Background: an optimization exercise with open tools, aiming at small area and a short achievable clock period. Do not read the settings as production practice. The RTL was checked by simulation tests, not by an equivalence proof against the original design. The flow treats the clock pin as an ideal source. Dropping or thinning the clock tree relies on that and would not hold on a real chip.

==> flow/design.v, too long to show whole: its modules and the start of the top module <==
// module line_decoder: 1679 lines
// module ld_a211oi_1: 3 lines
// module ld_a21boi_0: 3 lines
// module ld_a21o_1: 3 lines
// module ld_a21oi_1: 3 lines
// module ld_a22oi_1: 3 lines
// module ld_a31oi_1: 3 lines
// module ld_a32oi_1: 3 lines
// module ld_and2_0: 3 lines
// module ld_and3_1: 3 lines
// module ld_and4_1: 3 lines
// module ld_inv_1: 3 lines
// module ld_nand2_1: 3 lines
// module ld_nand2b_1: 3 lines
// module ld_nand3_1: 3 lines
// module ld_nand3b_1: 3 lines
// module ld_nand4_1: 3 lines
// module ld_nor2_1: 3 lines
// module ld_nor2b_1: 3 lines
// module ld_nor3_1: 3 lines
// module ld_nor4_1: 3 lines
// module ld_o21ai_0: 3 lines
// module ld_o22ai_1: 3 lines
// module ld_o311ai_0: 3 lines
// module ld_o41ai_1: 3 lines
// module ld_or2_0: 3 lines
// module ld_xnor2_1: 3 lines
// module ld_xor2_1: 3 lines
module line_decoder (
    input  wire         clk,
    input  wire         rst,
    input  wire         in_valid,
    input  wire [144:0] in_code,
    output reg          out_valid,
    output reg  [127:0] out_data,
    output reg  [16:0]  out_check,
    output reg  [1:0]   out_status
);
  // ...
==> flow/flow/run.sh <==
#!/bin/bash
# Standard ORFS layout (the standard.sh) with these changes:
#  - port buffers use the smallest plain buffer (buf_1) instead of the default delay cell;
#  - clock tree: clkbuf_16 for the upper levels, clkbuf_8 leaf buffers, no dummy loads;
set -euo pipefail
ARGS=(
  "BUFFER_PORTS_ARGS=-buffer_cell sky130_fd_sc_hd__buf_1"
  "CTS_ARGS=-sink_clustering_enable -repair_clock_nets -dont_use_dummy_load -sink_clustering_size 20 -sink_clustering_max_diameter 60 -root_buf sky130_fd_sc_hd__clkbuf_16 -buf_list sky130_fd_sc_hd__clkbuf_16 -sink_clustering_buffer sky130_fd_sc_hd__clkbuf_8"
)
bash standard.sh "${ARGS[@]}" cts > standard_cts.log 2>&1
RR_ODB="$PWD/orfs/results/$FLOW_PLATFORM/line_decoder/base/4_cts.odb" \
  openroad -no_init -exit flow/remove_root.tcl > remove_root.log 2>&1
bash standard.sh "${ARGS[@]}" finish > standard.log 2>&1
==> flow/flow/remove_root.tcl <==
set odb $::env(RR_ODB)
read_db $odb
set block [ord::get_db_block]
set inst [$block findInst clkbuf_0_clk]
if {$inst == "NULL"} { puts "remove_root: no root buffer, unchanged"; exit 0 }
set a [$inst findITerm A]
set x [$inst findITerm X]
set in_net [$a getNet]
set out_net [$x getNet]
set loads {}
foreach it [$out_net getITerms] { if {[$it getId] != [$x getId]} { lappend loads $it } }
set other 0
foreach it [$in_net getITerms] { if {[$it getId] != [$a getId]} { incr other } }
if {[llength $loads] + $other > 4 || [llength [$out_net getBTerms]] > 0 || [llength [$in_net getBTerms]] != 1} {
  puts "remove_root: port would feed [expr {[llength $loads] + $other}] pins, unchanged"
  exit 0
}
foreach it $loads { $it disconnect; $it connect $in_net }
$a disconnect
$x disconnect
odb::dbInst_destroy $inst
odb::dbNet_destroy $out_net
puts "remove_root: clock port now drives [llength [$in_net getITerms]] pins"
write_db $odb
==> flow/standard.sh <==
#!/bin/bash
# synth_recipe.tcl (not shown) runs the flow's synth.tcl, then flattens the netlist and writes it again
# the make line also repeats each setting of config.mk as NAME=value (left out here)
make -C /OpenROAD-flow-scripts/flow DESIGN_CONFIG=/design/flow/config.mk WORK_HOME=/design/flow/orfs CLKGATE_MAP_FILE= SYNTH_SCRIPT=/design/flow/synth_recipe.tcl "${@:-finish}"
==> flow/config.mk <==
export PLATFORM = sky130hd
export DESIGN_NAME = line_decoder
export DESIGN_NICKNAME = line_decoder
export VERILOG_FILES = /design/flow/design.v
export SDC_FILE = /design/flow/constraint.sdc
export NUM_CORES = 4
export LEC_CHECK = 0
export CAP_MARGIN = 10
export CORE_MARGIN = 2
export CORE_UTILIZATION = 65
export CTS_BUF_LIST = sky130_fd_sc_hd__clkbuf_8
export CTS_CLUSTER_DIAMETER = 60
export CTS_CLUSTER_SIZE = 20
export SLEW_MARGIN = 10
export SYNTH_HIERARCHICAL = 1
==> flow/constraint.sdc <==
create_clock -name core_clock -period 40.0 [get_ports {clk}]
set_input_delay 8.0000 -clock core_clock [delete_from_list [all_inputs] [get_ports {clk}]]
set_output_delay 8.0000 -clock core_clock [all_outputs]
set_load 0.01 [all_outputs]
==> run summary, run 1 <==
Outcome: finished clean
R2r endpoint: out_check[4]
Remaining DRCs: 0
FF-to-FF setup slack: 31770 ps
Final hold slack: 321 ps
Port Buffer Count: 295
Met2 usage: 62.0%
Post-Syn Instances: 1946
Fin cells: 2680
Slew of the pin with the lowest slew margin: 1290 ps
Critical path depth: 1
Seq cells: 462
Drt pass-1 iters: 7
Biggest Area Class: multi-input gates
FF/Latch Area: 9250 µm²
Post-CTS Setup Bufs: 0
Avg Inst Size Synth: 10.1 µm²
M1 WL: 25300 µm
Ports: 296
Multi-input gate share of the layout cell area: 47.4%
Die Wd: 178 µm
Setup Total Neg Slack: 0 ps
Rows: 63
Gpl congestion: 1.04
Seq area share: 42.3%
Top Layer Used: met4
==> run 2, diff against run 1 <==
--- a/flow/flow/run.sh
+++ b/flow/flow/run.sh
@@ -6,5 +6,5 @@
 ARGS=(
   "BUFFER_PORTS_ARGS=-buffer_cell sky130_fd_sc_hd__buf_1"
-  "CTS_ARGS=-sink_clustering_enable -repair_clock_nets -dont_use_dummy_load -sink_clustering_size 20 -sink_clustering_max_diameter 60 -root_buf sky130_fd_sc_hd__clkbuf_16 -buf_list sky130_fd_sc_hd__clkbuf_16 -sink_clustering_buffer sky130_fd_sc_hd__clkbuf_8"
+  "CTS_ARGS=-sink_clustering_enable -repair_clock_nets -dont_use_dummy_load -sink_clustering_size 16 -sink_clustering_max_diameter 60 -root_buf sky130_fd_sc_hd__clkbuf_16 -buf_list sky130_fd_sc_hd__clkbuf_16 -sink_clustering_buffer sky130_fd_sc_hd__clkbuf_8"
 )
 bash standard.sh "${ARGS[@]}" cts > standard_cts.log 2>&1
--- a/flow/config.mk
+++ b/flow/config.mk
@@ -6,10 +6,10 @@
 export NUM_CORES = 4
 export LEC_CHECK = 0
-export CAP_MARGIN = 10
+export CAP_MARGIN = 0
 export CORE_MARGIN = 2
 export CORE_UTILIZATION = 65
 export CTS_BUF_LIST = sky130_fd_sc_hd__clkbuf_8
 export CTS_CLUSTER_DIAMETER = 60
-export CTS_CLUSTER_SIZE = 20
-export SLEW_MARGIN = 10
+export CTS_CLUSTER_SIZE = 16
+export SLEW_MARGIN = 0
 export SYNTH_HIERARCHICAL = 1
==> run 2 against run 1 <==
Effect of this change:
- die area unchanged
- synthesized area is the same
- register-to-register slack gained 190 ps
- clock skew is 15 ps higher
- worst setup slack gained 72 ps
- via count about the same
- flip-flop and latch count stayed put
- highest routed layer unchanged
==> run summary, run 2 <==
Outcome: finished clean
Commonest cells after routing, fill and taps aside: xor2_1 (628), dfxtp_1 (462), buf_1 (295), nand2_1 (182)
Top cell type's share of synthesized area: 46.9%
Post-route cell area: 22000 µm²
GR Overflow Total: 0
Clock-pin slew on the worst setup and hold paths: 90 ps
Critical path fanouts, max: 1
Startpoint class of the critical path: flip-flop
Detail Route Antenna Nets: 0
Post-synth EDFFs: 0
Post-Syn Nets: 2094
Avg Inst Size Synth: 10.1 µm² (unchanged)
Dominant synthesized flop cell: dfxtp_1
Area contributors post-synth: dfxtp_1 (47%), xor2_1 (28%), xnor2_1 (7.5%)
Largest regs: m_data x145, r_code x145, out_data x128
Slew of the pin with the lowest slew margin: 1260 ps (-29.5 ps)
Relative slew margins: 15.9%
Rows: 63 (unchanged)
R2r endpoint: out_data[64]
Crit-path leading delay family: flip-flops
Yosys cell types: 29
FF-to-FF setup slack: 31960 ps (+190 ps)
Port Buffer Count: 295 (unchanged)
Critical-path top delay cell: dfxtp_1
Synth Cell Area: 19700 µm²
Post-Route WL: 64900 µm
Asr flop ratio synth: 0%
Gr usage total: 40.1%
Gpl congestion: 1.04 (unchanged)
Later-pin clock latency in the skew report: 360 ps
Core ar.: 29700 µm²
Initial Util: 66.3%
Vias in the first global route: 15468
HP Start: r_code[17]
Multi-input logic area: 10400 µm²
CP required: 32000 ps
FF/Latch Area: 9250 µm² (unchanged)
Via count: 15869
Largest net degree at the start of global routing: 77
Final hold slack: 333 ps (+12.0 ps)
Most frequent cell after synthesis: xor2_1
Worst Reg2Reg Path Length in Cells: 26
Fin nets: 2448
Sequential share of the synthesized area: 46.9%
Final Max Tran Viols: 0
Warnings, synthesis: 7
Placed wire-length estimate: 48400 µm
Top cells by count, synth: xor2_1 (628), dfxtp_1 (462), nand2_1 (182), nor2_1 (168), xnor2_1 (168)
Crit path kind: reg -> out
Post-Syn Instances: 1946 (unchanged)
Fill cells: 2193
FF+latch count, synth: 462
Peak per-stage delay on the critical path: 350 ps
DRT iter0 DRCs: 2037
Drt pass-1 iters: 6 (-1)
Crit path DAT: 870 ps
DIE AREA: 31700 µm²
Post-CTS Setup Bufs: 0 (unchanged)
Max cap viols: 0
Critical R2R Launch: m_nv[3]
Final Hold Viols: 0
Antenna violations before repair: 1
Post-CTS sizing: 0
Layout cells sized above 1: 3.87%
Crit path cell chain: buf_1
Buf/Inv on CP: 1
Hold_buf cts: 0
Remaining DRCs: 0 (unchanged)
Vias per cell: 5.90
Commonest non-fill, non-tap cell in the layout: xor2_1
Clock Skew: 56.2 ps
Synthesis-to-finish area growth: 11.7%
Drt wl/cell: 24.2 µm
Fmax: 113 MHz
RSZ-0062 raised after global routing: false
Die H: 178 µm
Die Wd: 178 µm (unchanged)
Yosys top cell by area: dfxtp_1
Hold crit path type: reg -> reg
Setup crit end kind: primary output
Hold Crit Depth: 0
Hold EP: m_data[17]
Setup Total Neg Slack: 0 ps (unchanged)
Final Setup Violations: 0
Ports: 296 (unchanged)
Final min period: 8870 ps
Dpl cell area: 21500 µm²
Final Cycle Share: 22.2%
Global-route wire length before repair: 93000 µm
Clock sink total: 462
-- run 2: changes by cell type in the layout (fill, tap and decap cells not counted), sizes merged --
cell / before / now
diode: 0 / 1
clkbuf: 29 / 37
-- run 2: cell families after synthesis --
kind of cell	after synthesis	share of synthesized area, %
buffers and inverters	26	0.495
AND/OR/NAND/NOR	453	10.2
flip-flops	462	46.9
AO/OA/AOI/OAI	209	7.00
XOR/XNOR	796	35.4
-- run 2: how the worst max path moves through the flow --
stage / cells after the start / from / slack, ps / end
after floorplan: 22 / m_nv[2] / 29720 / out_check[0]
after global placement: 1 / out_data[80] / 31540 / out_data[80]
after detailed placement: 1 / out_data[66] / 31510 / out_data[66]
after CTS: 1 / out_data[94] / 30970 / out_data[94]
after global routing: 1 / out_data[33] / 31100 / out_data[33]
final: 1 / out_data[94] / 31130 / out_data[94]
-- run 2: per-stage QoR --
stage          cells  util [%]  setup slack (ps)
2_1_floorplan   1946         -             29720
3_3_place_gp    2651      72.2             31540
3_5_place_dp    2651      72.2             31510
4_1_cts         2689      74.1             30970
5_1_grt         2688      74.1             31100
6_report        2689      74.1             31130
-- run 2: per-module statistics from Yosys (local to each module, per instance), a selection --
module       times used  cells
ld_a211oi_1           3      1
ld_a22oi_1            2      1
ld_and3_1             3      1
ld_and4_1             1      1
ld_nand2_1          182      1
ld_nand3_1           14      1
ld_nor2_1           168      1
ld_nor2b_1            1      1
ld_nor4_1             5      1
ld_o41ai_1            2      1
ld_or2_0              1      1
ld_xnor2_1          168      1
-- run 2: routing by layer --
metal	global-route usage, %	up-vias	routed length [µm]
met2	61.6	1153	28000
met3	12.7	259	8250
met1	50.8	7348	25100
li1	-	7109	-
met5	0	-	0
met4	19.8	0	3590
-- run 2: cell type report --
type                            count  area share, %
Inverter                           26          0.443
Antenna cell                        1         0.0114
Clock buffer                       37           2.52
Timing Repair Buffer              315           5.71
Multi-Input combinational cell   1458           47.1
Sequential cell                   462           42.0
Tap cell                          390           2.22
==> run 3, diff against run 2 <==
--- a/flow/config.mk
+++ b/flow/config.mk
@@ -6,10 +6,10 @@
 export NUM_CORES = 4
 export LEC_CHECK = 0
-export CAP_MARGIN = 0
+export CAP_MARGIN = 10
 export CORE_MARGIN = 2
-export CORE_UTILIZATION = 65
+export CORE_UTILIZATION = 60
 export CTS_BUF_LIST = sky130_fd_sc_hd__clkbuf_8
 export CTS_CLUSTER_DIAMETER = 60
 export CTS_CLUSTER_SIZE = 16
-export SLEW_MARGIN = 0
+export SLEW_MARGIN = 10
 export SYNTH_HIERARCHICAL = 1
==> run 3 against run 2 <==
Effect of this change:
- via count down 1.2%
- count of clock-buffer cells in the layout is the same
- maximum frequency down 0.13%
- highest routed layer unchanged
- critical path type unchanged
- clock skew increased by 24 ps
==> run summary, run 3 <==
Outcome: finished clean
Hold crit path type: reg -> reg
Vias in the first global route: 15089 (-2.5%)
Synth Cell Area: 19700 µm² (unchanged)
Relative slew margins: 9.42% (-6.5 points)
Post-CTS Setup Bufs: 0 (unchanged)
Slew of the pin with the lowest slew margin: 1350 ps (+96.6 ps)
Port Buffer Count: 295 (unchanged)
Final worst slack: 31120 ps (-11.8 ps)
DRT iter0 DRCs: 1855 (-8.9%)
Warnings, synthesis: 7 (unchanged)
Buf/Inv on CP: 1 (unchanged)
Post-CTS sizing: 0 (unchanged)
RSZ-0062 raised after global routing: false
Post-layout util: 68.1% (-6.0 points)
Post-Syn Nets: 2094 (unchanged)
Critical path fanouts, max: 1 (unchanged)
DIE AREA: 34300 µm² (+8.1%)
Setup crit end kind: primary output
Post-Syn Instances: 1946 (unchanged)
Top cell type's share of synthesized area: 46.9% (unchanged)
Clock sink total: 462 (unchanged)
Placed wire-length estimate: 50400 µm (+4.2%)
Final hold slack: 327 ps (-5.29 ps)
Fin nets: 2451 (+0.12%)
Max cap viols: 0 (unchanged)
Met2 usage: 60.1% (-1.5 points)
Fmax: 113 MHz (-0.13%)
Largest regs: m_data x145, r_code x145, out_data x128
Met1 Use GR: 51.8% (+0.95 points)
Critical-path top delay cell: dfxtp_1
Yosys top cell by area: dfxtp_1
GRT met3 Usage: 8.42% (-4.3 points)
Global-route layer with the greatest usage: met2
Crit-path leading delay family: flip-flops
Commonest non-fill, non-tap cell in the layout: xor2_1
Startpoint class of the critical path: flip-flop
Antenna violations before repair: 2 (+1)
Final min period: 8880 ps (+11.8 ps)
Area contributors post-synth: dfxtp_1 (47%), xor2_1 (28%), xnor2_1 (7.5%)
Remaining DRCs: 0 (unchanged)
Clock Skew: 80.0 ps (+23.9 ps)
Commonest cells after routing, fill and taps aside: xor2_1 (628), dfxtp_1 (462), buf_1 (295), nand2_1 (182)
Die Wd: 185 µm (+4.0%)
Final Cycle Share: 22.2% (+0.030 points)
Initial Util: 60.7% (-5.6 points)
Clock-pin slew on the worst setup and hold paths: 100 ps (about the same)
Global-route wire length before repair: 95700 µm (+2.9%)
Crit path kind: reg -> out
GR Overflow Total: 0 (unchanged)
Dominant synthesized flop cell: dfxtp_1
CP required: 32000 ps (about the same)
Asr flop ratio synth: 0% (unchanged)
Ports: 296 (unchanged)
Final Hold Viols: 0 (unchanged)
Post-Route WL: 67400 µm (+3.8%)
Detail Route Antenna Nets: 0 (unchanged)
Drt wl/cell: 24.6 µm (+1.7%)
Die H: 185 µm (+4.0%)
FF+latch count, synth: 462 (unchanged)
Later-pin clock latency in the skew report: 360 ps (about the same)
Final Setup Violations: 0 (unchanged)
Avg Inst Size Synth: 10.1 µm² (unchanged)
Via count: 15678 (-1.2%)
Crit path cell chain: buf_1
Setup Total Neg Slack: 0 ps (unchanged)
Sequential share of the synthesized area: 46.9% (unchanged)
Yosys cell types: 29 (unchanged)
Most frequent cell after synthesis: xor2_1
Gr usage total: 38.6% (-1.4 points)
Vias per cell: 5.71 (-3.2%)
Synthesis-to-finish area growth: 12.2%
Rows: 66 (+4.8%)
Core ar.: 32500 µm² (+9.2%)
Gpl congestion: 0.992 (-4.3%)
Final Max Tran Viols: 0 (unchanged)
Largest net degree at the start of global routing: 98 (+27%)
Post-synth EDFFs: 0 (unchanged)
Layout cells sized above 1: 4.00% (+0.13 points)
Top cells by count, synth: xor2_1 (628), dfxtp_1 (462), nand2_1 (182), nor2_1 (168), xnor2_1 (168)
Worst slack at placement: 31520 ps (+5.00 ps)
Crit path DAT: 880 ps (about the same)
Drt pass-1 iters: 6 (unchanged)
Hold_buf cts: 0 (unchanged)
Peak per-stage delay on the critical path: 350 ps (about the same)
## run 3: cell counts after synthesis
No cell type changed its count.
## run 3: kinds of logic (layout without fill, tap and decap cells)
group           after synthesis  after routing  share of synthesized area, %
compound gates              209            209                          7.00
xor+xnor                    796            796                          35.4
buf+inv                      26            381                         0.495
flops                       462            462                          46.9
other cells                   0              1                             0
simple gates                453            453                          10.2
## run 3: modules after synthesis (local to each module, per instance), a selection
module | copies in the design | area (µm²) | flip-flops and latches | cells
ld_a211oi_1 | 3 | 12.5 | 0 | 1
ld_a21boi_0 | 2 | 11.3 | 0 | 1
ld_a21o_1 | 1 | 7.51 | 0 | 1
ld_a21oi_1 | 11 | 8.76 | 0 | 1
ld_a31oi_1 | 12 | 6.26 | 0 | 1
ld_a32oi_1 | 2 | 8.76 | 0 | 1
ld_and2_0 | 2 | 6.26 | 0 | 1
ld_and4_1 | 1 | 8.76 | 0 | 1
ld_inv_1 | 26 | 3.75 | 0 | 1
ld_nand2b_1 | 2 | 6.26 | 0 | 1
ld_nand3b_1 | 1 | 7.51 | 0 | 1
ld_nor2_1 | 168 | 3.75 | 0 | 1
ld_nor4_1 | 5 | 12.5 | 0 | 1
ld_o22ai_1 | 149 | 6.26 | 0 | 1
ld_o311ai_0 | 2 | 8.76 | 0 | 1
ld_or2_0 | 1 | 6.26 | 0 | 1
## run 3: final cells by class
| type | instances | area, µm² |
|---|---|---|
| multi-input cells | 1458 | 10400 |
| fillers | 2596 | 10400 |
| flip-flops and latches | 462 | 9250 |
| repair buffers | 318 | 1280 |
| clock buffers | 37 | 554 |
| well taps | 442 | 553 |
| inverters | 26 | 97.6 |
| diodes | 1 | 2.50 |
## run 3: worst paths after layout
kind,from,endpoint,slack (ps),cells past startpoint
hold / removal,r_code[55],m_data[55],330,0
setup / recovery,out_data[16],out_data[16],31120,1
hold reg to reg,r_code[55],m_data[55],330,0
setup reg to reg,m_nv[3],out_data[125],31910,27
## run 3: stage by stage
step,cell area [µm²],cells
after global routing,22100,2743
after floorplan,19700,1946
after global placement,21500,2706
after detailed placement,21500,2706
final,22100,2744
after CTS,22100,2744
## run 3: layer usage
layer  wire length (µm)  part of all wire (%)
met1              27600                    41
met2              29600                    44
met3               7060                    10
met4               3110                   4.6
met5                  0                     0
==> run 4, diff against run 3 <==
--- a/flow/config.mk
+++ b/flow/config.mk
@@ -8,5 +8,5 @@
 export CAP_MARGIN = 10
 export CORE_MARGIN = 2
-export CORE_UTILIZATION = 60
+export CORE_UTILIZATION = 65
 export CTS_BUF_LIST = sky130_fd_sc_hd__clkbuf_8
 export CTS_CLUSTER_DIAMETER = 60
==> run 4 against run 3 <==
Effect of this change:
- design area fell by 0.40%
- still clean
- core utilization rose by 6.0 points
- critical endpoint is now out_data[94]
- flip-flop and latch count did not move
==> run summary, run 4 <==
Die H: 178 µm (-3.8%)
Synth Cell Area: 19700 µm² (unchanged)
FF-to-FF setup slack: 31960 ps (+50 ps)
Crit path DAT: 870 ps (about the same)
Crit path kind: reg -> out
Critical-path top delay cell: dfxtp_1
Critical path fanouts, max: 1 (unchanged)
Later-pin clock latency in the skew report: 360 ps (about the same)
Most frequent cell after synthesis: xor2_1
Crit path cell chain: buf_1
Die Wd: 178 µm (-3.8%)
Final Setup Violations: 0 (unchanged)
Commonest non-fill, non-tap cell in the layout: xor2_1
Fin nets: 2448 (-0.12%)
Fin cells: 2689 (-2.0%)
Sequential share of the synthesized area: 46.9% (unchanged)
Post-layout util: 74.1% (+6.0 points)
Placed wire-length estimate: 48400 µm (-4.0%)
Max cap viols: 0 (unchanged)
Largest net degree at the start of global routing: 77 (-21%)
Synthesis-to-finish area growth: 11.7%
Final Hold Viols: 0 (unchanged)
Via count: 15869 (+1.2%)
Fmax: 113 MHz (+0.13%)
Avg Inst Size Synth: 10.1 µm² (unchanged)
Gpl congestion: 1.04 (+4.5%)
Post-placement cell count: 2651 (-2.0%)
Peak per-stage delay on the critical path: 350 ps (about the same)
Top cells by count, synth: xor2_1 (628), dfxtp_1 (462), nand2_1 (182), nor2_1 (168), xnor2_1 (168)
Layout cells sized above 1: 3.87% (-0.13 points)
Post-CTS sizing: 0 (unchanged)
Vias per cell: 5.90 (+3.3%)
DRT iter0 DRCs: 2037 (+9.8%)
Port Buffer Count: 295 (unchanged)
Outcome: finished clean
Core ar.: 29700 µm² (-8.4%)
Post-synth EDFFs: 0 (unchanged)
Fill cells: 2193 (-16%)
Clock-pin slew on the worst setup and hold paths: 90 ps (about the same)
Post-Syn Instances: 1946 (unchanged)
Yosys top cell by area: dfxtp_1
Largest regs: m_data x145, r_code x145, out_data x128
Antenna violations before repair: 1 (-1)
RSZ-0062 raised after global routing: false
Hold crit path type: reg -> reg
GR Overflow Total: 0 (unchanged)
Remaining DRCs: 0 (unchanged)
Buf/Inv on CP: 1 (unchanged)
Final Cycle Share: 22.2% (-0.030 points)
Top cell type's share of synthesized area: 46.9% (unchanged)
Relative slew margins: 15.9% (+6.5 points)
DIE AREA: 31700 µm² (-7.5%)
Detail Route Antenna Nets: 0 (unchanged)
Gr usage total: 40.1% (+1.4 points)
Final min period: 8870 ps (-11.8 ps)
Area contributors post-synth: dfxtp_1 (47%), xor2_1 (28%), xnor2_1 (7.5%)
Global-route wire length before repair: 93000 µm (-2.8%)
Drt wl/cell: 24.2 µm (-1.7%)
Startpoint class of the critical path: flip-flop
Drt pass-1 iters: 6 (unchanged)
Setup Total Neg Slack: 0 ps (unchanged)
Ports: 296 (unchanged)
Final hold slack: 333 ps (+5.29 ps)
Post-CTS Setup Bufs: 0 (unchanged)
Initial Util: 66.3% (+5.6 points)
Post-Route WL: 64900 µm (-3.6%)
Yosys cell types: 29 (unchanged)
Rows: 63 (-4.5%)
FF+latch count, synth: 462 (unchanged)
Slew of the pin with the lowest slew margin: 1260 ps (-96.6 ps)
Commonest cells after routing, fill and taps aside: xor2_1 (628), dfxtp_1 (462), buf_1 (295), nand2_1 (182)
Hold_buf cts: 0 (unchanged)
Asr flop ratio synth: 0% (unchanged)
Clock Skew: 56.2 ps (-23.9 ps)
Final Max Tran Viols: 0 (unchanged)
Clock sink total: 462 (unchanged)
Dominant synthesized flop cell: dfxtp_1
Post-Syn Nets: 2094 (unchanged)
Warnings, synthesis: 7 (unchanged)
CP required: 32000 ps (about the same)
Vias in the first global route: 15468 (+2.5%)
Setup crit end kind: primary output
Crit-path leading delay family: flip-flops
run 4: cell counts after synthesis:
Identical to the previous run, type by type.
run 4: worst paths after layout:
path | from | end | depth (start not counted)
max | out_data[94] | out_data[94] | 1
min reg2reg | r_code[17] | m_data[17] | 0
min | r_code[17] | m_data[17] | 0
max reg2reg | m_nv[3] | out_data[64] | 26
run 4: logic make-up after synthesis:
kind of cell              synth area share (%)
xor gates and xnor gates                  35.4
DFF                                       46.9
and+or+nand+nor                           10.2
AOI/OAI and AO/OA                         7.00
buffers and inverters                    0.495
run 4: through the flow:
step	setup slack, ps	cell area, µm²
2_1_floorplan	29720	19700
3_3_place_gp	31540	21500
3_5_place_dp	31510	21500
4_1_cts	30970	22000
5_1_grt	31100	22000
6_report	31130	22000
run 4: layer usage:
metal | wire [µm] | track usage, % | share of wire, %
met3 | 8250 | 12.7 | 13
met2 | 28000 | 61.6 | 43
met1 | 25100 | 50.8 | 39
met5 | 0 | 0 | 0
met4 | 3590 | 19.8 | 5.5
run 4: area by class of cell:
cell class / instances / area [µm²] / share of cell area [%]
multi-input combinational: 1458 / 10400 / 47.1
sequential: 462 / 9250 / 42.0
inverter: 26 / 97.6 / 0.443
tap: 390 / 488 / 2.22
clock buffer: 37 / 554 / 2.52
timing repair buffer: 315 / 1260 / 5.71
antenna: 1 / 2.50 / 0.0114
run 4: per-module statistics from Yosys, one instance, submodules excluded, a selection:
| module | flip-flops and latches | copies in the design |
|---|---|---|
| ld_a21oi_1 | 0 | 11 |
| ld_a22oi_1 | 0 | 2 |
| ld_a31oi_1 | 0 | 12 |
| ld_a32oi_1 | 0 | 2 |
| ld_and2_0 | 0 | 2 |
| ld_and3_1 | 0 | 3 |
| ld_inv_1 | 0 | 26 |
| ld_nand2_1 | 0 | 182 |
| ld_nand3b_1 | 0 | 1 |
| ld_nor2_1 | 0 | 168 |
| ld_nor2b_1 | 0 | 1 |
| ld_o21ai_0 | 0 | 23 |
| ld_o22ai_1 | 0 | 149 |
| ld_o311ai_0 | 0 | 2 |
| ld_xnor2_1 | 0 | 168 |
| line_decoder | 462 | 1 |
run 4: worst register-to-register path, cell delays in order, from the launching register on:
cell     delay [ps]
dfxtp_1         490
nand2_1         100
xor2_1          170
xor2_1          270
xor2_1          790
xor2_1          300
xor2_1          280
xor2_1          330
nand2_1         140
xor2_1          250
xor2_1          320
xor2_1          210
xor2_1          230
xor2_1          790
inv_1           520
nor2_1          530
nand2_1         130
nand2_1         100
a32oi_1         100
nor2_1          160
a21oi_2          50
o21ai_1         130
o22ai_1         150
and3_1          260
nor3_4          190
buf_4           600
nor2_1          280

-- what the ideal ports hide --
No port has a modelled driver above. Below, the same layouts with a new extraction and two added sets of constraints. Step 1 assumes that a clkbuf_16 drives the clock port and a buf_2 every other input. Step 2 moves the port delays by t, midway between the first and last clock arrival at a register: inputs arrive t later, outputs are due t later. That takes back most of the time a late clock gives input paths. a / b / c = no drivers / after step 1 / after step 2; a / b = the first two.
run | shift t [ns] | slack for setup (ns) | worst slew at a driven data input, ns
run 1 | 0.470 | 31.057 / 30.989 / 31.459 | 0.05
run 2 | 0.420 | 31.129 / 31.037 / 31.457 | 0.05
run 3 | 0.431 | 31.118 / 31.015 / 31.447 | 0.04
run 4 | 0.420 | 31.129 / 31.037 / 31.457 | 0.05
After both steps setup and hold are still met in every run listed.
